Context: an optimization exercise on an open-source flow, tuned for small area, a short achievable clock period and few clock cycles per item. The choices shown serve that exercise and are no tape-out recipe.
Only the layout flow was run in this run; the RTL was not checked for function there.
Power and IR drop assume default switching activity.

--- design/flow/config.mk ---
export PLATFORM = sky130hd
export DESIGN_NAME = vfix_unit
export DESIGN_NICKNAME = vfix_unit
export VERILOG_FILES = /design/flow/design.v
export SDC_FILE = /design/flow/constraint.sdc
export NUM_CORES = 8
export LEC_CHECK = 0
export CAP_MARGIN = 20
export CORE_MARGIN = 2
export CORE_UTILIZATION = 25
export SLEW_MARGIN = 20
--- design/flow/constraint.sdc ---
create_clock -name core_clock -period 25.0 [get_ports {clk}]
set_input_delay 5.0000 -clock core_clock [delete_from_list [all_inputs] [get_ports {clk}]]
set_output_delay 5.0000 -clock core_clock [all_outputs]
set_load 0.01 [all_outputs]
--- design/flow/design.v ---
module vfix_lane (
    input  wire [2:0]  func,
    input  wire        typ,
    input  wire [1:0]  rnd,
    input  wire        act,
    input  wire [15:0] a,
    input  wire [15:0] b,
    input  wire [15:0] cd,
    output wire [15:0] res,
    output wire        sat
);
    wire f_fms  = (func == 3'd2);
    wire f_lerp = (func == 3'd3);
    wire f_add  = (func == 3'd4);
    wire f_sub  = (func == 3'd5);
    wire f_rsh  = (func == 3'd6);
    wire f_conv = (func == 3'd7);
    wire f_fmx  = (func == 3'd1) | f_fms;
    wire f_pow2 = func[2];                  
    wire a_sgn = f_conv ? typ : ~typ;
    wire [16:0] a_x = {a_sgn & a[15], a};
    wire [16:0] b_x = {~typ & b[15], b};
    wire [16:0] c_x = {~typ & cd[15], cd};
    wire [16:0] bma = {1'b0, b} - {1'b0, a};
    wire [16:0] X   = f_lerp ? bma : a_x;
    wire [17:0] Ym = f_lerp ? {2'b00, cd} : (typ ? {2'b00, b} : {b[15], b, 1'b0});
    wire [18:0] Ye = {Ym, 1'b0};
    wire [3:0] nsh = f_rsh ? b[3:0] : {3'b000, f_conv & ~typ};
    wire [4:0] k   = 5'd16 - {1'b0, nsh};
    reg  [8:0] one, two, neg;
    integer i;
    always @* begin
        for (i = 0; i < 9; i = i + 1) begin
            if (!act) begin
                one[i] = 1'b0; two[i] = 1'b0; neg[i] = 1'b0;
            end else if (f_pow2) begin
                one[i] = (k[4:1] == i) & ~k[0];
                two[i] = (k[4:1] == i) &  k[0];
                neg[i] = 1'b0;
            end else begin
                one[i] = Ye[2*i+1] ^ Ye[2*i];
                two[i] = (Ye[2*i+2] & ~Ye[2*i+1] & ~Ye[2*i]) | (~Ye[2*i+2] & Ye[2*i+1] & Ye[2*i]);
                neg[i] = Ye[2*i+2] ^ f_fms;
            end
        end
    end
    wire [17:0] Xs = {X[16], X};
    wire [17:0] X2 = {X, 1'b0};
    wire [17:0] pp0 = (({18{one[0]}} & Xs) | ({18{two[0]}} & X2)) ^ {18{neg[0]}};
    wire [17:0] pp1 = (({18{one[1]}} & Xs) | ({18{two[1]}} & X2)) ^ {18{neg[1]}};
    wire [17:0] pp2 = (({18{one[2]}} & Xs) | ({18{two[2]}} & X2)) ^ {18{neg[2]}};
    wire [17:0] pp3 = (({18{one[3]}} & Xs) | ({18{two[3]}} & X2)) ^ {18{neg[3]}};
    wire [17:0] pp4 = (({18{one[4]}} & Xs) | ({18{two[4]}} & X2)) ^ {18{neg[4]}};
    wire [17:0] pp5 = (({18{one[5]}} & Xs) | ({18{two[5]}} & X2)) ^ {18{neg[5]}};
    wire [17:0] pp6 = (({18{one[6]}} & Xs) | ({18{two[6]}} & X2)) ^ {18{neg[6]}};
    wire [17:0] pp7 = (({18{one[7]}} & Xs) | ({18{two[7]}} & X2)) ^ {18{neg[7]}};
    wire [17:0] pp8 = (({18{one[8]}} & Xs) | ({18{two[8]}} & X2)) ^ {18{neg[8]}};
    reg [17:0] A;
    always @* begin
        if (!act)                  A = {c_x[16], c_x};
        else if (f_fmx)            A = {c_x[16], c_x};
        else if (f_lerp)           A = {2'b00, a};
        else if (f_conv & typ)     A = {a_x[16], a_x};
        else if (f_add)            A = {b_x[16], b_x};
        else if (f_sub)            A = ~{b_x[16], b_x};
        else                       A = 18'd0;
    end
    wire k15 = f_fms ? (rnd != 2'd0) : (rnd != 2'd1);
    wire klo = f_fms & ~rnd[1];
    wire [33:0] cr = 34'h15555ffff + {17'd0, act & f_sub, k15, {15{klo}}};
    wire hs0, hc0, hs1, hc1, fs0, fc0, fs1, fc1, fs2, fc2, fs3, fc3, fs4, fc4, hs2, hc2, fs5, fc5, hs3, hc3, fs6, fc6, hs4, hc4, hs5, hc5, hs6, hc6, fs7, fc7, hs7, hc7, fs8, fc8, hs8, hc8, fs9, fc9, fs10, fc10, hs9, hc9, fs11, fc11, fs12, fc12, hs10, hc10, fs13, fc13, fs14, fc14, fs15, fc15, fs16, fc16, fs17, fc17, fs18, fc18, fs19, fc19, fs20, fc20, fs21, fc21, fs22, fc22, fs23, fc23, fs24, fc24, fs25, fc25, fs26, fc26, fs27, fc27, fs28, fc28, fs29, fc29, fs30, fc30, fs31, fc31, fs32, fc32, fs33, fc33, fs34, fc34, fs35, fc35, fs36, fc36, fs37, fc37, fs38, fc38, fs39, fc39, fs40, fc40, fs41, fc41, hs11, hc11, fs42, fc42, fs43, fc43, fs44, fc44, hs12, hc12, fs45, fc45, hs13, hc13, hs14, hc14, hs15, hc15, fs46, fc46, hs16, hc16, fs47, fc47, hs17, hc17, fs48, fc48, fs49, fc49, fs50, fc50, fs51, fc51, fs52, fc52, fs53, fc53, fs54, fc54, fs55, fc55, fs56, fc56, fs57, fc57, fs58, fc58, fs59, fc59, fs60, fc60, fs61, fc61, fs62, fc62, fs63, fc63, fs64, fc64, fs65, fc65, fs66, fc66, fs67, fc67, fs68, fc68, fs69, fc69, fs70, fc70, fs71, fc71, fs72, fc72, fs73, fc73, fs74, fc74, fs75, fc75, fs76, fc76, fs77, fc77, fs78, fc78, fs79, fc79, fs80, fc80, fs81, fc81, fs82, fc82, fs83, fc83, fs84, fc84, fs85, fc85, fs86, fc86, fs87, fc87, fs88, fc88, fs89, fc89, fs90, fc90, hs18, hc18, fs91, fc91, hs19, hc19, hs20, hc20, hs21, hc21, fs92, fc92, fs93, fc93, fs94, fc94, fs95, fc95, fs96, fc96, fs97, fc97, fs98, fc98, fs99, fc99, fs100, fc100, fs101, fc101, fs102, fc102, fs103, fc103, fs104, fc104, fs105, fc105, fs106, fc106, fs107, fc107, fs108, fc108, fs109, fc109, fs110, fc110, fs111, fc111, fs112, fc112, fs113, fc113, fs114, fc114, fs115, fc115, fs116, fc116, fs117, fc117, fs118, fc118, fs119, fc119, fs120, fc120, hs22, hc22, hs23, hc23, hs24, hc24, fs121, fc121, fs122, fc122, fs123, fc123, fs124, fc124, fs125, fc125, fs126, fc126, fs127, fc127, fs128, fc128, fs129, fc129, fs130, fc130, fs131, fc131, fs132, fc132, fs133, fc133, fs134, fc134, fs135, fc135, fs136, fc136, fs137, fc137, fs138, fc138, fs139, fc139, fs140, fc140, fs141, fc141, fs142, fc142, fs143, fc143, fs144, fc144, fs145, fc145, fs146, fc146, fs147, fc147, fs148, fc148, fs149, fc149, fs150, fc150, fs151, fc151, fs152, fc152;
    assign hs0 = pp0[14] ^ pp1[12];
    assign hc0 = pp0[14] & pp1[12];
    assign hs1 = pp0[15] ^ pp1[13];
    assign hc1 = pp0[15] & pp1[13];
    assign fs0 = pp0[16] ^ pp1[14] ^ pp2[12];
    assign fc0 = (pp0[16] & pp1[14]) | (pp0[16] & pp2[12]) | (pp1[14] & pp2[12]);
    assign fs1 = pp3[10] ^ pp4[8] ^ pp5[6];
    assign fc1 = (pp3[10] & pp4[8]) | (pp3[10] & pp5[6]) | (pp4[8] & pp5[6]);
    assign fs2 = ~pp0[17] ^ pp1[15] ^ pp2[13];
    assign fc2 = (~pp0[17] & pp1[15]) | (~pp0[17] & pp2[13]) | (pp1[15] & pp2[13]);
    assign fs3 = pp3[11] ^ pp4[9] ^ pp5[7];
    assign fc3 = (pp3[11] & pp4[9]) | (pp3[11] & pp5[7]) | (pp4[9] & pp5[7]);
    assign fs4 = pp1[16] ^ pp2[14] ^ pp3[12];
    assign fc4 = (pp1[16] & pp2[14]) | (pp1[16] & pp3[12]) | (pp2[14] & pp3[12]);
    assign hs2 = pp4[10] ^ pp5[8];
    assign hc2 = pp4[10] & pp5[8];
    assign fs5 = ~pp1[17] ^ pp2[15] ^ pp3[13];
    assign fc5 = (~pp1[17] & pp2[15]) | (~pp1[17] & pp3[13]) | (pp2[15] & pp3[13]);
    assign hs3 = pp4[11] ^ pp5[9];
    assign hc3 = pp4[11] & pp5[9];
    assign fs6 = pp2[16] ^ pp3[14] ^ pp4[12];
    assign fc6 = (pp2[16] & pp3[14]) | (pp2[16] & pp4[12]) | (pp3[14] & pp4[12]);
    assign hs4 = ~pp2[17] ^ pp3[15];
    assign hc4 = ~pp2[17] & pp3[15];
    assign hs5 = pp0[8] ^ pp1[6];
    assign hc5 = pp0[8] & pp1[6];
    assign hs6 = pp0[9] ^ pp1[7];
    assign hc6 = pp0[9] & pp1[7];
    assign fs7 = pp0[10] ^ pp1[8] ^ pp2[6];
    assign fc7 = (pp0[10] & pp1[8]) | (pp0[10] & pp2[6]) | (pp1[8] & pp2[6]);
    assign hs7 = pp3[4] ^ pp4[2];
    assign hc7 = pp3[4] & pp4[2];
    assign fs8 = pp0[11] ^ pp1[9] ^ pp2[7];
    assign fc8 = (pp0[11] & pp1[9]) | (pp0[11] & pp2[7]) | (pp1[9] & pp2[7]);
    assign hs8 = pp3[5] ^ pp4[3];
    assign hc8 = pp3[5] & pp4[3];
    assign fs9 = pp0[12] ^ pp1[10] ^ pp2[8];
    assign fc9 = (pp0[12] & pp1[10]) | (pp0[12] & pp2[8]) | (pp1[10] & pp2[8]);
    assign fs10 = pp3[6] ^ pp4[4] ^ pp5[2];
    assign fc10 = (pp3[6] & pp4[4]) | (pp3[6] & pp5[2]) | (pp4[4] & pp5[2]);
    assign hs9 = pp6[0] ^ neg[6];
    assign hc9 = pp6[0] & neg[6];
    assign fs11 = pp0[13] ^ pp1[11] ^ pp2[9];
    assign fc11 = (pp0[13] & pp1[11]) | (pp0[13] & pp2[9]) | (pp1[11] & pp2[9]);
    assign fs12 = pp3[7] ^ pp4[5] ^ pp5[3];
    assign fc12 = (pp3[7] & pp4[5]) | (pp3[7] & pp5[3]) | (pp4[5] & pp5[3]);
    assign hs10 = pp6[1] ^ cr[13];
    assign hc10 = pp6[1] & cr[13];
    assign fs13 = pp2[10] ^ pp3[8] ^ pp4[6];
    assign fc13 = (pp2[10] & pp3[8]) | (pp2[10] & pp4[6]) | (pp3[8] & pp4[6]);
    assign fs14 = pp5[4] ^ pp6[2] ^ pp7[0];
    assign fc14 = (pp5[4] & pp6[2]) | (pp5[4] & pp7[0]) | (pp6[2] & pp7[0]);
    assign fs15 = neg[7] ^ cr[14] ^ hs0;
    assign fc15 = (neg[7] & cr[14]) | (neg[7] & hs0) | (cr[14] & hs0);
    assign fs16 = pp2[11] ^ pp3[9] ^ pp4[7];
    assign fc16 = (pp2[11] & pp3[9]) | (pp2[11] & pp4[7]) | (pp3[9] & pp4[7]);
    assign fs17 = pp5[5] ^ pp6[3] ^ pp7[1];
    assign fc17 = (pp5[5] & pp6[3]) | (pp5[5] & pp7[1]) | (pp6[3] & pp7[1]);
    assign fs18 = cr[15] ^ hc0 ^ hs1;
    assign fc18 = (cr[15] & hc0) | (cr[15] & hs1) | (hc0 & hs1);
    assign fs19 = pp6[4] ^ pp7[2] ^ pp8[0];
    assign fc19 = (pp6[4] & pp7[2]) | (pp6[4] & pp8[0]) | (pp7[2] & pp8[0]);
    assign fs20 = neg[8] ^ A[0] ^ cr[16];
    assign fc20 = (neg[8] & A[0]) | (neg[8] & cr[16]) | (A[0] & cr[16]);
    assign fs21 = hc1 ^ fs0 ^ fs1;
    assign fc21 = (hc1 & fs0) | (hc1 & fs1) | (fs0 & fs1);
    assign fs22 = pp6[5] ^ pp7[3] ^ pp8[1];
    assign fc22 = (pp6[5] & pp7[3]) | (pp6[5] & pp8[1]) | (pp7[3] & pp8[1]);
    assign fs23 = A[1] ^ cr[17] ^ fc0;
    assign fc23 = (A[1] & cr[17]) | (A[1] & fc0) | (cr[17] & fc0);
    assign fs24 = fc1 ^ fs2 ^ fs3;
    assign fc24 = (fc1 & fs2) | (fc1 & fs3) | (fs2 & fs3);
    assign fs25 = pp6[6] ^ pp7[4] ^ pp8[2];
    assign fc25 = (pp6[6] & pp7[4]) | (pp6[6] & pp8[2]) | (pp7[4] & pp8[2]);
    assign fs26 = A[2] ^ cr[18] ^ fc2;
    assign fc26 = (A[2] & cr[18]) | (A[2] & fc2) | (cr[18] & fc2);
    assign fs27 = fc3 ^ fs4 ^ hs2;
    assign fc27 = (fc3 & fs4) | (fc3 & hs2) | (fs4 & hs2);
    assign fs28 = pp6[7] ^ pp7[5] ^ pp8[3];
    assign fc28 = (pp6[7] & pp7[5]) | (pp6[7] & pp8[3]) | (pp7[5] & pp8[3]);
    assign fs29 = A[3] ^ cr[19] ^ fc4;
    assign fc29 = (A[3] & cr[19]) | (A[3] & fc4) | (cr[19] & fc4);
    assign fs30 = hc2 ^ fs5 ^ hs3;
    assign fc30 = (hc2 & fs5) | (hc2 & hs3) | (fs5 & hs3);
    assign fs31 = pp5[10] ^ pp6[8] ^ pp7[6];
    assign fc31 = (pp5[10] & pp6[8]) | (pp5[10] & pp7[6]) | (pp6[8] & pp7[6]);
    assign fs32 = pp8[4] ^ A[4] ^ cr[20];
    assign fc32 = (pp8[4] & A[4]) | (pp8[4] & cr[20]) | (A[4] & cr[20]);
    assign fs33 = fc5 ^ hc3 ^ fs6;
    assign fc33 = (fc5 & hc3) | (fc5 & fs6) | (hc3 & fs6);
    assign fs34 = pp4[13] ^ pp5[11] ^ pp6[9];
    assign fc34 = (pp4[13] & pp5[11]) | (pp4[13] & pp6[9]) | (pp5[11] & pp6[9]);
    assign fs35 = pp7[7] ^ pp8[5] ^ A[5];
    assign fc35 = (pp7[7] & pp8[5]) | (pp7[7] & A[5]) | (pp8[5] & A[5]);
    assign fs36 = cr[21] ^ fc6 ^ hs4;
    assign fc36 = (cr[21] & fc6) | (cr[21] & hs4) | (fc6 & hs4);
    assign fs37 = pp3[16] ^ pp4[14] ^ pp5[12];
    assign fc37 = (pp3[16] & pp4[14]) | (pp3[16] & pp5[12]) | (pp4[14] & pp5[12]);
    assign fs38 = pp6[10] ^ pp7[8] ^ pp8[6];
    assign fc38 = (pp6[10] & pp7[8]) | (pp6[10] & pp8[6]) | (pp7[8] & pp8[6]);
    assign fs39 = A[6] ^ cr[22] ^ hc4;
    assign fc39 = (A[6] & cr[22]) | (A[6] & hc4) | (cr[22] & hc4);
    assign fs40 = ~pp3[17] ^ pp4[15] ^ pp5[13];
    assign fc40 = (~pp3[17] & pp4[15]) | (~pp3[17] & pp5[13]) | (pp4[15] & pp5[13]);
    assign fs41 = pp6[11] ^ pp7[9] ^ pp8[7];
    assign fc41 = (pp6[11] & pp7[9]) | (pp6[11] & pp8[7]) | (pp7[9] & pp8[7]);
    assign hs11 = A[7] ^ cr[23];
    assign hc11 = A[7] & cr[23];
    assign fs42 = pp4[16] ^ pp5[14] ^ pp6[12];
    assign fc42 = (pp4[16] & pp5[14]) | (pp4[16] & pp6[12]) | (pp5[14] & pp6[12]);
    assign fs43 = pp7[10] ^ pp8[8] ^ A[8];
    assign fc43 = (pp7[10] & pp8[8]) | (pp7[10] & A[8]) | (pp8[8] & A[8]);
    assign fs44 = ~pp4[17] ^ pp5[15] ^ pp6[13];
    assign fc44 = (~pp4[17] & pp5[15]) | (~pp4[17] & pp6[13]) | (pp5[15] & pp6[13]);
    assign hs12 = pp7[11] ^ pp8[9];
    assign hc12 = pp7[11] & pp8[9];
    assign fs45 = pp5[16] ^ pp6[14] ^ pp7[12];
    assign fc45 = (pp5[16] & pp6[14]) | (pp5[16] & pp7[12]) | (pp6[14] & pp7[12]);
    assign hs13 = ~pp5[17] ^ pp6[15];
    assign hc13 = ~pp5[17] & pp6[15];
    assign hs14 = pp0[4] ^ pp1[2];
    assign hc14 = pp0[4] & pp1[2];
    assign hs15 = pp0[5] ^ pp1[3];
    assign hc15 = pp0[5] & pp1[3];
    assign fs46 = pp0[6] ^ pp1[4] ^ pp2[2];
    assign fc46 = (pp0[6] & pp1[4]) | (pp0[6] & pp2[2]) | (pp1[4] & pp2[2]);
    assign hs16 = pp3[0] ^ neg[3];
    assign hc16 = pp3[0] & neg[3];
    assign fs47 = pp0[7] ^ pp1[5] ^ pp2[3];
    assign fc47 = (pp0[7] & pp1[5]) | (pp0[7] & pp2[3]) | (pp1[5] & pp2[3]);
    assign hs17 = pp3[1] ^ cr[7];
    assign hc17 = pp3[1] & cr[7];
    assign fs48 = pp2[4] ^ pp3[2] ^ pp4[0];
    assign fc48 = (pp2[4] & pp3[2]) | (pp2[4] & pp4[0]) | (pp3[2] & pp4[0]);
    assign fs49 = neg[4] ^ cr[8] ^ hs5;
    assign fc49 = (neg[4] & cr[8]) | (neg[4] & hs5) | (cr[8] & hs5);
    assign fs50 = pp2[5] ^ pp3[3] ^ pp4[1];
    assign fc50 = (pp2[5] & pp3[3]) | (pp2[5] & pp4[1]) | (pp3[3] & pp4[1]);
    assign fs51 = cr[9] ^ hc5 ^ hs6;
    assign fc51 = (cr[9] & hc5) | (cr[9] & hs6) | (hc5 & hs6);
    assign fs52 = pp5[0] ^ neg[5] ^ cr[10];
    assign fc52 = (pp5[0] & neg[5]) | (pp5[0] & cr[10]) | (neg[5] & cr[10]);
    assign fs53 = hc6 ^ fs7 ^ hs7;
    assign fc53 = (hc6 & fs7) | (hc6 & hs7) | (fs7 & hs7);
    assign fs54 = pp5[1] ^ cr[11] ^ fc7;
    assign fc54 = (pp5[1] & cr[11]) | (pp5[1] & fc7) | (cr[11] & fc7);
    assign fs55 = hc7 ^ fs8 ^ hs8;
    assign fc55 = (hc7 & fs8) | (hc7 & hs8) | (fs8 & hs8);
    assign fs56 = cr[12] ^ fc8 ^ hc8;
    assign fc56 = (cr[12] & fc8) | (cr[12] & hc8) | (fc8 & hc8);
    assign fs57 = fs9 ^ fs10 ^ hs9;
    assign fc57 = (fs9 & fs10) | (fs9 & hs9) | (fs10 & hs9);
    assign fs58 = fc9 ^ fc10 ^ hc9;
    assign fc58 = (fc9 & fc10) | (fc9 & hc9) | (fc10 & hc9);
    assign fs59 = fs11 ^ fs12 ^ hs10;
    assign fc59 = (fs11 & fs12) | (fs11 & hs10) | (fs12 & hs10);
    assign fs60 = fc11 ^ fc12 ^ hc10;
    assign fc60 = (fc11 & fc12) | (fc11 & hc10) | (fc12 & hc10);
    assign fs61 = fs13 ^ fs14 ^ fs15;
    assign fc61 = (fs13 & fs14) | (fs13 & fs15) | (fs14 & fs15);
    assign fs62 = fc13 ^ fc14 ^ fc15;
    assign fc62 = (fc13 & fc14) | (fc13 & fc15) | (fc14 & fc15);
    assign fs63 = fs16 ^ fs17 ^ fs18;
    assign fc63 = (fs16 & fs17) | (fs16 & fs18) | (fs17 & fs18);
    assign fs64 = fc16 ^ fc17 ^ fc18;
    assign fc64 = (fc16 & fc17) | (fc16 & fc18) | (fc17 & fc18);
    assign fs65 = fs19 ^ fs20 ^ fs21;
    assign fc65 = (fs19 & fs20) | (fs19 & fs21) | (fs20 & fs21);
    assign fs66 = fc19 ^ fc20 ^ fc21;
    assign fc66 = (fc19 & fc20) | (fc19 & fc21) | (fc20 & fc21);
    assign fs67 = fs22 ^ fs23 ^ fs24;
    assign fc67 = (fs22 & fs23) | (fs22 & fs24) | (fs23 & fs24);
    assign fs68 = fc22 ^ fc23 ^ fc24;
    assign fc68 = (fc22 & fc23) | (fc22 & fc24) | (fc23 & fc24);
    assign fs69 = fs25 ^ fs26 ^ fs27;
    assign fc69 = (fs25 & fs26) | (fs25 & fs27) | (fs26 & fs27);
    assign fs70 = fc25 ^ fc26 ^ fc27;
    assign fc70 = (fc25 & fc26) | (fc25 & fc27) | (fc26 & fc27);
    assign fs71 = fs28 ^ fs29 ^ fs30;
    assign fc71 = (fs28 & fs29) | (fs28 & fs30) | (fs29 & fs30);
    assign fs72 = fc28 ^ fc29 ^ fc30;
    assign fc72 = (fc28 & fc29) | (fc28 & fc30) | (fc29 & fc30);
    assign fs73 = fs31 ^ fs32 ^ fs33;
    assign fc73 = (fs31 & fs32) | (fs31 & fs33) | (fs32 & fs33);
    assign fs74 = fc31 ^ fc32 ^ fc33;
    assign fc74 = (fc31 & fc32) | (fc31 & fc33) | (fc32 & fc33);
    assign fs75 = fs34 ^ fs35 ^ fs36;
    assign fc75 = (fs34 & fs35) | (fs34 & fs36) | (fs35 & fs36);
    assign fs76 = fc34 ^ fc35 ^ fc36;
    assign fc76 = (fc34 & fc35) | (fc34 & fc36) | (fc35 & fc36);
    assign fs77 = fs37 ^ fs38 ^ fs39;
    assign fc77 = (fs37 & fs38) | (fs37 & fs39) | (fs38 & fs39);
    assign fs78 = fc37 ^ fc38 ^ fc39;
    assign fc78 = (fc37 & fc38) | (fc37 & fc39) | (fc38 & fc39);
    assign fs79 = fs40 ^ fs41 ^ hs11;
    assign fc79 = (fs40 & fs41) | (fs40 & hs11) | (fs41 & hs11);
    assign fs80 = cr[24] ^ fc40 ^ fc41;
    assign fc80 = (cr[24] & fc40) | (cr[24] & fc41) | (fc40 & fc41);
    assign fs81 = hc11 ^ fs42 ^ fs43;
    assign fc81 = (hc11 & fs42) | (hc11 & fs43) | (fs42 & fs43);
    assign fs82 = A[9] ^ cr[25] ^ fc42;
    assign fc82 = (A[9] & cr[25]) | (A[9] & fc42) | (cr[25] & fc42);
    assign fs83 = fc43 ^ fs44 ^ hs12;
    assign fc83 = (fc43 & fs44) | (fc43 & hs12) | (fs44 & hs12);
    assign fs84 = pp8[10] ^ A[10] ^ cr[26];
    assign fc84 = (pp8[10] & A[10]) | (pp8[10] & cr[26]) | (A[10] & cr[26]);
    assign fs85 = fc44 ^ hc12 ^ fs45;
    assign fc85 = (fc44 & hc12) | (fc44 & fs45) | (hc12 & fs45);
    assign fs86 = pp7[13] ^ pp8[11] ^ A[11];
    assign fc86 = (pp7[13] & pp8[11]) | (pp7[13] & A[11]) | (pp8[11] & A[11]);
    assign fs87 = cr[27] ^ fc45 ^ hs13;
    assign fc87 = (cr[27] & fc45) | (cr[27] & hs13) | (fc45 & hs13);
    assign fs88 = pp6[16] ^ pp7[14] ^ pp8[12];
    assign fc88 = (pp6[16] & pp7[14]) | (pp6[16] & pp8[12]) | (pp7[14] & pp8[12]);
    assign fs89 = A[12] ^ cr[28] ^ hc13;
    assign fc89 = (A[12] & cr[28]) | (A[12] & hc13) | (cr[28] & hc13);
    assign fs90 = ~pp6[17] ^ pp7[15] ^ pp8[13];
    assign fc90 = (~pp6[17] & pp7[15]) | (~pp6[17] & pp8[13]) | (pp7[15] & pp8[13]);
    assign hs18 = A[13] ^ cr[29];
    assign hc18 = A[13] & cr[29];
    assign fs91 = pp7[16] ^ pp8[14] ^ A[14];
    assign fc91 = (pp7[16] & pp8[14]) | (pp7[16] & A[14]) | (pp8[14] & A[14]);
    assign hs19 = ~pp7[17] ^ pp8[15];
    assign hc19 = ~pp7[17] & pp8[15];
    assign hs20 = pp0[2] ^ pp1[0];
    assign hc20 = pp0[2] & pp1[0];
    assign hs21 = pp0[3] ^ pp1[1];
    assign hc21 = pp0[3] & pp1[1];
    assign fs92 = pp2[0] ^ neg[2] ^ cr[4];
    assign fc92 = (pp2[0] & neg[2]) | (pp2[0] & cr[4]) | (neg[2] & cr[4]);
    assign fs93 = pp2[1] ^ cr[5] ^ hc14;
    assign fc93 = (pp2[1] & cr[5]) | (pp2[1] & hc14) | (cr[5] & hc14);
    assign fs94 = cr[6] ^ hc15 ^ fs46;
    assign fc94 = (cr[6] & hc15) | (cr[6] & fs46) | (hc15 & fs46);
    assign fs95 = fc46 ^ hc16 ^ fs47;
    assign fc95 = (fc46 & hc16) | (fc46 & fs47) | (hc16 & fs47);
    assign fs96 = fc47 ^ hc17 ^ fs48;
    assign fc96 = (fc47 & hc17) | (fc47 & fs48) | (hc17 & fs48);
    assign fs97 = fc48 ^ fc49 ^ fs50;
    assign fc97 = (fc48 & fc49) | (fc48 & fs50) | (fc49 & fs50);
    assign fs98 = fc50 ^ fc51 ^ fs52;
    assign fc98 = (fc50 & fc51) | (fc50 & fs52) | (fc51 & fs52);
    assign fs99 = fc52 ^ fc53 ^ fs54;
    assign fc99 = (fc52 & fc53) | (fc52 & fs54) | (fc53 & fs54);
    assign fs100 = fc54 ^ fc55 ^ fs56;
    assign fc100 = (fc54 & fc55) | (fc54 & fs56) | (fc55 & fs56);
    assign fs101 = fc56 ^ fc57 ^ fs58;
    assign fc101 = (fc56 & fc57) | (fc56 & fs58) | (fc57 & fs58);
    assign fs102 = fc58 ^ fc59 ^ fs60;
    assign fc102 = (fc58 & fc59) | (fc58 & fs60) | (fc59 & fs60);
    assign fs103 = fc60 ^ fc61 ^ fs62;
    assign fc103 = (fc60 & fc61) | (fc60 & fs62) | (fc61 & fs62);
    assign fs104 = fc62 ^ fc63 ^ fs64;
    assign fc104 = (fc62 & fc63) | (fc62 & fs64) | (fc63 & fs64);
    assign fs105 = fc64 ^ fc65 ^ fs66;
    assign fc105 = (fc64 & fc65) | (fc64 & fs66) | (fc65 & fs66);
    assign fs106 = fc66 ^ fc67 ^ fs68;
    assign fc106 = (fc66 & fc67) | (fc66 & fs68) | (fc67 & fs68);
    assign fs107 = fc68 ^ fc69 ^ fs70;
    assign fc107 = (fc68 & fc69) | (fc68 & fs70) | (fc69 & fs70);
    assign fs108 = fc70 ^ fc71 ^ fs72;
    assign fc108 = (fc70 & fc71) | (fc70 & fs72) | (fc71 & fs72);
    assign fs109 = fc72 ^ fc73 ^ fs74;
    assign fc109 = (fc72 & fc73) | (fc72 & fs74) | (fc73 & fs74);
    assign fs110 = fc74 ^ fc75 ^ fs76;
    assign fc110 = (fc74 & fc75) | (fc74 & fs76) | (fc75 & fs76);
    assign fs111 = fc76 ^ fc77 ^ fs78;
    assign fc111 = (fc76 & fc77) | (fc76 & fs78) | (fc77 & fs78);
    assign fs112 = fc78 ^ fc79 ^ fs80;
    assign fc112 = (fc78 & fc79) | (fc78 & fs80) | (fc79 & fs80);
    assign fs113 = fc80 ^ fc81 ^ fs82;
    assign fc113 = (fc80 & fc81) | (fc80 & fs82) | (fc81 & fs82);
    assign fs114 = fc82 ^ fc83 ^ fs84;
    assign fc114 = (fc82 & fc83) | (fc82 & fs84) | (fc83 & fs84);
    assign fs115 = fc84 ^ fc85 ^ fs86;
    assign fc115 = (fc84 & fc85) | (fc84 & fs86) | (fc85 & fs86);
    assign fs116 = fc86 ^ fc87 ^ fs88;
    assign fc116 = (fc86 & fc87) | (fc86 & fs88) | (fc87 & fs88);
    assign fs117 = fc88 ^ fc89 ^ fs90;
    assign fc117 = (fc88 & fc89) | (fc88 & fs90) | (fc89 & fs90);
    assign fs118 = cr[30] ^ fc90 ^ hc18;
    assign fc118 = (cr[30] & fc90) | (cr[30] & hc18) | (fc90 & hc18);
    assign fs119 = A[15] ^ cr[31] ^ fc91;
    assign fc119 = (A[15] & cr[31]) | (A[15] & fc91) | (cr[31] & fc91);
    assign fs120 = pp8[16] ^ A[16] ^ cr[32];
    assign fc120 = (pp8[16] & A[16]) | (pp8[16] & cr[32]) | (A[16] & cr[32]);
    assign hs22 = ~pp8[17] ^ A[17];
    assign hc22 = ~pp8[17] & A[17];
    assign hs23 = pp0[0] ^ neg[0];
    assign hc23 = pp0[0] & neg[0];
    assign hs24 = pp0[1] ^ cr[1];
    assign hc24 = pp0[1] & cr[1];
    assign fs121 = neg[1] ^ cr[2] ^ hs20;
    assign fc121 = (neg[1] & cr[2]) | (neg[1] & hs20) | (cr[2] & hs20);
    assign fs122 = cr[3] ^ hc20 ^ hs21;
    assign fc122 = (cr[3] & hc20) | (cr[3] & hs21) | (hc20 & hs21);
    assign fs123 = hs14 ^ hc21 ^ fs92;
    assign fc123 = (hs14 & hc21) | (hs14 & fs92) | (hc21 & fs92);
    assign fs124 = hs15 ^ fc92 ^ fs93;
    assign fc124 = (hs15 & fc92) | (hs15 & fs93) | (fc92 & fs93);
    assign fs125 = hs16 ^ fc93 ^ fs94;
    assign fc125 = (hs16 & fc93) | (hs16 & fs94) | (fc93 & fs94);
    assign fs126 = hs17 ^ fc94 ^ fs95;
    assign fc126 = (hs17 & fc94) | (hs17 & fs95) | (fc94 & fs95);
    assign fs127 = fs49 ^ fc95 ^ fs96;
    assign fc127 = (fs49 & fc95) | (fs49 & fs96) | (fc95 & fs96);
    assign fs128 = fs51 ^ fc96 ^ fs97;
    assign fc128 = (fs51 & fc96) | (fs51 & fs97) | (fc96 & fs97);
    assign fs129 = fs53 ^ fc97 ^ fs98;
    assign fc129 = (fs53 & fc97) | (fs53 & fs98) | (fc97 & fs98);
    assign fs130 = fs55 ^ fc98 ^ fs99;
    assign fc130 = (fs55 & fc98) | (fs55 & fs99) | (fc98 & fs99);
    assign fs131 = fs57 ^ fc99 ^ fs100;
    assign fc131 = (fs57 & fc99) | (fs57 & fs100) | (fc99 & fs100);
    assign fs132 = fs59 ^ fc100 ^ fs101;
    assign fc132 = (fs59 & fc100) | (fs59 & fs101) | (fc100 & fs101);
    assign fs133 = fs61 ^ fc101 ^ fs102;
    assign fc133 = (fs61 & fc101) | (fs61 & fs102) | (fc101 & fs102);
    assign fs134 = fs63 ^ fc102 ^ fs103;
    assign fc134 = (fs63 & fc102) | (fs63 & fs103) | (fc102 & fs103);
    assign fs135 = fs65 ^ fc103 ^ fs104;
    assign fc135 = (fs65 & fc103) | (fs65 & fs104) | (fc103 & fs104);
    assign fs136 = fs67 ^ fc104 ^ fs105;
    assign fc136 = (fs67 & fc104) | (fs67 & fs105) | (fc104 & fs105);
    assign fs137 = fs69 ^ fc105 ^ fs106;
    assign fc137 = (fs69 & fc105) | (fs69 & fs106) | (fc105 & fs106);
    assign fs138 = fs71 ^ fc106 ^ fs107;
    assign fc138 = (fs71 & fc106) | (fs71 & fs107) | (fc106 & fs107);
    assign fs139 = fs73 ^ fc107 ^ fs108;
    assign fc139 = (fs73 & fc107) | (fs73 & fs108) | (fc107 & fs108);
    assign fs140 = fs75 ^ fc108 ^ fs109;
    assign fc140 = (fs75 & fc108) | (fs75 & fs109) | (fc108 & fs109);
    assign fs141 = fs77 ^ fc109 ^ fs110;
    assign fc141 = (fs77 & fc109) | (fs77 & fs110) | (fc109 & fs110);
    assign fs142 = fs79 ^ fc110 ^ fs111;
    assign fc142 = (fs79 & fc110) | (fs79 & fs111) | (fc110 & fs111);
    assign fs143 = fs81 ^ fc111 ^ fs112;
    assign fc143 = (fs81 & fc111) | (fs81 & fs112) | (fc111 & fs112);
    assign fs144 = fs83 ^ fc112 ^ fs113;
    assign fc144 = (fs83 & fc112) | (fs83 & fs113) | (fc112 & fs113);
    assign fs145 = fs85 ^ fc113 ^ fs114;
    assign fc145 = (fs85 & fc113) | (fs85 & fs114) | (fc113 & fs114);
    assign fs146 = fs87 ^ fc114 ^ fs115;
    assign fc146 = (fs87 & fc114) | (fs87 & fs115) | (fc114 & fs115);
    assign fs147 = fs89 ^ fc115 ^ fs116;
    assign fc147 = (fs89 & fc115) | (fs89 & fs116) | (fc115 & fs116);
    assign fs148 = hs18 ^ fc116 ^ fs117;
    assign fc148 = (hs18 & fc116) | (hs18 & fs117) | (fc116 & fs117);
    assign fs149 = fs91 ^ fc117 ^ fs118;
    assign fc149 = (fs91 & fc117) | (fs91 & fs118) | (fc117 & fs118);
    assign fs150 = hs19 ^ fc118 ^ fs119;
    assign fc150 = (hs19 & fc118) | (hs19 & fs119) | (fc118 & fs119);
    assign fs151 = hc19 ^ fc119 ^ fs120;
    assign fc151 = (hc19 & fc119) | (hc19 & fs120) | (fc119 & fs120);
    assign fs152 = cr[33] ^ fc120 ^ hs22;
    assign fc152 = (cr[33] & fc120) | (cr[33] & hs22) | (fc120 & hs22);
    wire [33:0] ts = {fc151, fc150, fc149, fc148, fc147, fc146, fc145, fc144, fc143, fc142, fc141, fc140, fc139, fc138, fc137, fc136, fc135, fc134, fc133, fc132, fc131, fc130, fc129, fc128, fc127, fc126, fc125, fc124, fc123, fc122, fc121, hc24, hc23, cr[0]};
    wire [33:0] tc = {fs152, fs151, fs150, fs149, fs148, fs147, fs146, fs145, fs144, fs143, fs142, fs141, fs140, fs139, fs138, fs137, fs136, fs135, fs134, fs133, fs132, fs131, fs130, fs129, fs128, fs127, fs126, fs125, fs124, fs123, fs122, fs121, hs24, hs23};
    wire cin0 = rnd[1] ? (ts[16] ^ tc[16] ^ A[0]) : 1'b1;
    wire [34:0] sum = {ts, cin0} + {tc, cin0};
    wire [17:0] v = sum[34:17];
    wire ovf_q = ~((v[17] == v[16]) & (v[16] == v[15]));
    wire ovf_u = v[17] | v[16];
    assign sat = typ ? ovf_u : ovf_q;
    assign res = typ ? (ovf_u ? {16{~v[17]}} : v[15:0])
                     : (ovf_q ? {v[17], {15{~v[17]}}} : v[15:0]);
endmodule
module vfix_unit #(
    parameter LANES = 4
) (
    input  wire                  clk,
    input  wire                  rst,
    input  wire                  in_valid,
    output wire                  in_ready,
    input  wire [2:0]            in_func,
    input  wire                  in_type,
    input  wire [1:0]            in_rnd,
    input  wire                  in_zero,
    input  wire [LANES-1:0]      in_pred,
    input  wire [16*LANES-1:0]   in_a,
    input  wire [16*LANES-1:0]   in_b,
    input  wire [16*LANES-1:0]   in_c,
    input  wire [16*LANES-1:0]   in_d,
    output reg                   out_valid,
    output reg  [16*LANES-1:0]   out_d,
    output reg                   out_sat
);
    assign in_ready = 1'b1;
    reg                 s1_valid;
    reg [2:0]           s1_func;
    reg                 s1_type;
    reg [1:0]           s1_rnd;
    reg [LANES-1:0]     s1_pred;
    reg [16*LANES-1:0]  s1_a, s1_b, s1_cd;
    integer k;
    always @(posedge clk) begin
        if (rst)
            s1_valid <= 1'b0;
        else
            s1_valid <= in_valid;
        s1_func <= in_func;
        s1_type <= in_type;
        s1_rnd  <= in_rnd;
        s1_pred <= in_pred;
        s1_a    <= in_a;
        s1_b    <= in_b;
        for (k = 0; k < LANES; k = k + 1)
            s1_cd[16*k +: 16] <= in_pred[k] ? in_c[16*k +: 16]
                               : (in_zero ? 16'h0000 : in_d[16*k +: 16]);
    end
    wire [16*LANES-1:0] lane_res;
    wire [LANES-1:0]    lane_sat;
    genvar i;
    generate
        for (i = 0; i < LANES; i = i + 1) begin : g_lane
            vfix_lane u_lane (
                .func (s1_func),
                .typ  (s1_type),
                .rnd  (s1_rnd),
                .act  (s1_pred[i]),
                .a    (s1_a[16*i +: 16]),
                .b    (s1_b[16*i +: 16]),
                .cd   (s1_cd[16*i +: 16]),
                .res  (lane_res[16*i +: 16]),
                .sat  (lane_sat[i])
            );
        end
    endgenerate
    always @(posedge clk) begin
        if (rst)
            out_valid <= 1'b0;
        else
            out_valid <= s1_valid;
        out_d   <= lane_res;
        out_sat <= |lane_sat;
    end
endmodule
--- design/flow/run.sh ---
#!/bin/bash
# synth_recipe.tcl (not shown) runs the flow's synth.tcl, then flattens the netlist and writes it again
# the make line also repeats each setting of config.mk as NAME=value (left out here)
make -C /OpenROAD-flow-scripts/flow DESIGN_CONFIG=/design/flow/config.mk WORK_HOME=/design/flow/orfs CLKGATE_MAP_FILE= SYNTH_SCRIPT=/design/flow/synth_recipe.tcl finish
==> notes.md <==
- The normalized max-slew margin is 19.7%.
- Synthesis inferred 269 register bits.
- The count of buffers from port buffering is 335.
- The clock input transition at the sequential cells of the worst setup and hold paths is 60 ps.
- The post-synthesis net count is 7,439.
- The proportion of register bits with asynchronous set or reset after synthesis is 0%.
- Tracing the worst setup path back leads to its startpoint at s1_func[0]$_DFF_P_.
- The number of remaining DRC errors is 0.
- Using the TritonRoute via totals, the vias-per-cell ratio works out to about 5.0.
- STA classifies the critical path endpoint as a flop.
- The floorplan has around 160 rows.
- The critical path ends at out_d[28]$_DFF_P_.
- The slack of the critical path is between 10,000 and 15,000 ps.
- The cell chosen for the clock root is sky130_fd_sc_hd__clkbuf_16.
- The placeable core area is ~200,000 um2.
- Dividing the detail-routed wire length by the instance count gives 21.5 um.
- The die area is 205,000 um2.
- The count of final hold-check violations is 0.
- The clock reaches the later pin of the worst-skew pair after 660 ps.
- The final critical path takes up a little under half of the cycle.
- The hold-fix buffer count after cts is 0.
- The number of buffers on the longest clock path is 3.
- The power consumption is 8270 uW.
- The endpoint of the lowest-slack register-to-register path is out_d[28]$_DFF_P_.
- The number of buffers and inverters on the critical path is 6.
- In this design, the stage delay of the slowest critical-path cell is 670 ps.
- The post-cts sizing count is 0.
- The tightest hold path in the finished design has a slack of 459 ps.
- Global routing finished with a remaining overflow of 0.
- The count of pins over their slew limit is 0.
- The required time of the worst setup path is 25,450 ps.
- From bottom edge to top edge, the die measures 452 um.
- The TritonCTS clock tree is yes.
- Wires add up to 197,000 um.
- The data arrival time of the worst path is 11,780 ps.
- For this design the ratio of total power to cell area is 142 nW/um2.
- Summing all multi-input logic gate instances after layout gives about 40,000 um2.
- Synthesis instantiated 100 different standard cells from the library.
- Leaving out fill and tap cells, the most frequent cell in the layout is sky130_fd_sc_hd__inv_1.
- The remaining number of nets flagged by the antenna check after routing is 0.
- The number of maximum-capacitance violations is 0.
- The cell type of the slowest stage on the worst timing path is sky130_fd_sc_hd__buf_4.
- At the end of routability-driven placement, the weighted congestion stood at 0.947.
- During I/O placement, the number of pins put on the boundary was 337.
- For the finished layout, the period the worst path requires is between 10,000 and 15,000 ps.
- The count of non-filler cells in the finished layout is about 9,200.
- For this run, the register share of the synthesized area comes to 10.7%.
- The worst hold path belongs to the class reg -> reg.
- The total setup buffers inserted after CTS is 0.
- The sequential cells in the finished layout cover a total of 5400 um2.
- The number of cells in the design after placement is roughly 9,100.
- Of all cell types, the one taking the most synthesized area is sky130_fd_sc_hd__fa_1.
- Compared with the post-synthesis result, the final layout area differs by 15.9%.
- From left edge to right edge, the die measures about 450 um.
- Setup repair after global routing left no endpoint under its margin.
- For the pin with the worst max-slew slack, the measured transition is 1200 ps.
- The H-tree generated during clock tree synthesis spans 2 levels.
- The number of antenna violations at the first check in global routing was 19.
- The synthesized design devotes to its leading area cell type 20.2% of total area.
- The wire-length estimate of the detail-placed layout is 156,000 um.
- The number of endpoints failing setup at the final stage is 0.
- The worst register-to-register path begins at s1_func[0]$_DFF_P_.
- Timing would allow up to 88.2 MHz.
- Fill cells in the final layout number roughly 21,000.
- The total routing resource utilization after global routing is about a fifth.
- Between clock sinks in the finished design, the worst skew comes to around 59 ps.
- The number of nets in the finished design is between 7,000 and 8,000.
- The largest fanout of any net on the critical path is 36.
- The via count of the first global-routing pass came to around 47,000.
- The number of flops mapped to enable cells by yosys is 0.
- The detailed router placed approximately 46,000 vias in this run.
- The number of stages on the worst setup path is 35.
- The number of instances in the synthesized netlist is 6,279.
- The depth of the worst hold-timing path is 1.
- Averaged over all synthesized cells, the footprint is 8.01 um2.
- The cell area after technology mapping is 50,300 um2.
- The number of search-and-repair iterations in the first detailed-routing pass is 7.
- The library cells used most frequently in the layout, excluding fill and tap cells, are sky130_fd_sc_hd__inv_1 (1,012), sky130_fd_sc_hd__xnor2_1 (616), sky130_fd_sc_hd__fa_1 (508).
- The post-placement setup slack is roughly 13,000 ps.
- The share of layout cells above drive strength 1 is about 5.5%.
- The most used flip-flop cell after synthesis is sky130_fd_sc_hd__dfxtp_1.
- The initial DRC count is 4,034.
- Across the VDD grid, the largest voltage drop is 0.165 mV.
- CTS saw 269 sinks.
- The worst setup path is of the reg -> reg kind.
- The initial utilization of the core area, before any placement, comes to between 20% and 30%.
- STA classifies the critical path startpoint as a flop.
- Yosys attributes the largest share of cell area to sky130_fd_sc_hd__fa_1 (20%), sky130_fd_sc_hd__xnor2_1 (11%), sky130_fd_sc_hd__dfxtp_1 (11%).
- For this design the static power due to leakage is 0.0247 uW.
- The maximum number of pins on one net before global-route repair is 71.
- Adding up every negative setup slack in the final design gives 0 ps.
- The global-route wire length before repair is 295,000 um.
- The flow ran to the end and the layout has no timing, DRC or antenna violations.
- The cell family contributing the most delay on the critical path is adder cells.
- The count of synthesis-stage warnings from yosys is 2.
- The number of buffers created by CTS is 35.
- The worst-case reg-to-reg path depth is 35.
- The worst setup slack for register-to-register paths is 13,670 ps.
[synth_stat cells (66+ instances only)]
| cell | count |
|---|---|
| sky130_fd_sc_hd__ha_1 | 382 |
| sky130_fd_sc_hd__o21ai_1 | 66 |
| sky130_fd_sc_hd__clkbuf_1 | 241 |
| sky130_fd_sc_hd__nor2_1 | 307 |
| sky130_fd_sc_hd__dfxtp_1 | 269 |
| sky130_fd_sc_hd__o21ai_0 | 219 |
| sky130_fd_sc_hd__a21oi_1 | 345 |
| sky130_fd_sc_hd__nand2_1 | 379 |
| sky130_fd_sc_hd__xnor2_1 | 616 |
| sky130_fd_sc_hd__inv_1 | 1012 |
| sky130_fd_sc_hd__xor2_1 | 267 |
| sky130_fd_sc_hd__o22ai_1 | 255 |
| sky130_fd_sc_hd__a22o_1 | 66 |
| sky130_fd_sc_hd__a21o_1 | 89 |
| sky130_fd_sc_hd__nor3_1 | 108 |
| sky130_fd_sc_hd__fa_1 | 508 |
| sky130_fd_sc_hd__buf_2 | 69 |
| sky130_fd_sc_hd__a22oi_1 | 270 |
[sequential cells by signal (all words and copies together), names as in the netlist]
name and flops:
s1_valid 1, s1_b 64, s1_func 3, out_d 64, s1_a 64, out_valid 1, s1_rnd 2, s1_cd 64
s1_pred 4, s1_type 1, out_sat 1
[power breakdown]
part           switching [uW]  total (uW)  internal [uW]
logic                    4430        7170           2730
clock network             229         503            274
registers                61.3         603            542
[layout make-up]
cell class | instances | share of cell area, %
tap | 2656 | 5.70
inverter | 1025 | 6.60
sequential | 269 | 9.26
multi-input combinational | 4636 | 68.6
clock buffer | 44 | 1.61
clock inverter | 17 | 0.307
timing repair buffer | 495 | 7.85
antenna | 17 | 0.0730
[metrics by stage]
stage,utilization (%),cell area (um2)
2_1_floorplan,-,50300
3_3_place_gp,28.5,57000
3_5_place_dp,28.5,57100
4_1_cts,29.1,58200
5_1_grt,29.2,58300
6_report,29.2,58300
[layer usage]
metal,wire [um],GRT usage [%]
met5,137,0
met4,14800,12.9
met3,12000,2.07
met2,94000,31.8
met1,76300,22.3
[how the worst min path moves through the flow]
stage                                   start              endpoint  slack [ps]
after CTS                 s1_valid$_SDFF_PP0_  out_valid$_SDFF_PP0_         460
final                     s1_valid$_SDFF_PP0_  out_valid$_SDFF_PP0_         460
after floorplan           s1_valid$_SDFF_PP0_  out_valid$_SDFF_PP0_         410
after global placement    s1_valid$_SDFF_PP0_  out_valid$_SDFF_PP0_         420
after detailed placement  s1_valid$_SDFF_PP0_  out_valid$_SDFF_PP0_         460
after global routing      s1_valid$_SDFF_PP0_  out_valid$_SDFF_PP0_         470
[worst register-to-register path, delay by kind of cell, from the launching register on]
kind	cells	cell delay, ps
buf+inv	6	990
fa+ha+maj	9	3920
flops	1	570
simple gates	4	1620
compound gates	13	3040
xor+xnor	3	960
[cells by family after synthesis]
family | after synthesis | synth area share [%]
simple gates | 1149 | 10.8
compound gates | 1643 | 21.4
fa+ha+maj | 890 | 29.7
xor+xnor | 889 | 15.6
other cells | 1 | 0.00746
mux | 64 | 1.29
buf+inv | 1374 | 10.5
flops | 269 | 10.7

## afterwards: timing with drivers on the ports
The flow's constraints put no driver on any port. The routed layout listed below was extracted and timed again, unchanged, in two steps. Step 1 sets driving cells, clkbuf_16 on the clock port and buf_2 on the other inputs (assumed; they add their load-dependent delay and slew). Step 2 times the ports against the registers' clock, not the clock port: input delays grow and output delays shrink by t, the midpoint of the rising clock arrivals with the driver on. a / b / c = ideal ports / drivers / drivers and shift; a / b = the first two.
shift t [ns]: 0.698
setup WS [ns]: 13.667 / 13.667 / 13.667
worst setup path after step 2: register to register
clock arrival spread, ns: 0.060 / 0.059
worst data-port slew with drivers (ns): 0.14
After both steps setup and hold are still met in this run. For this run, drivers alone change the setup slack by 0.000 ns; drivers and shift together by 0.000 ns.
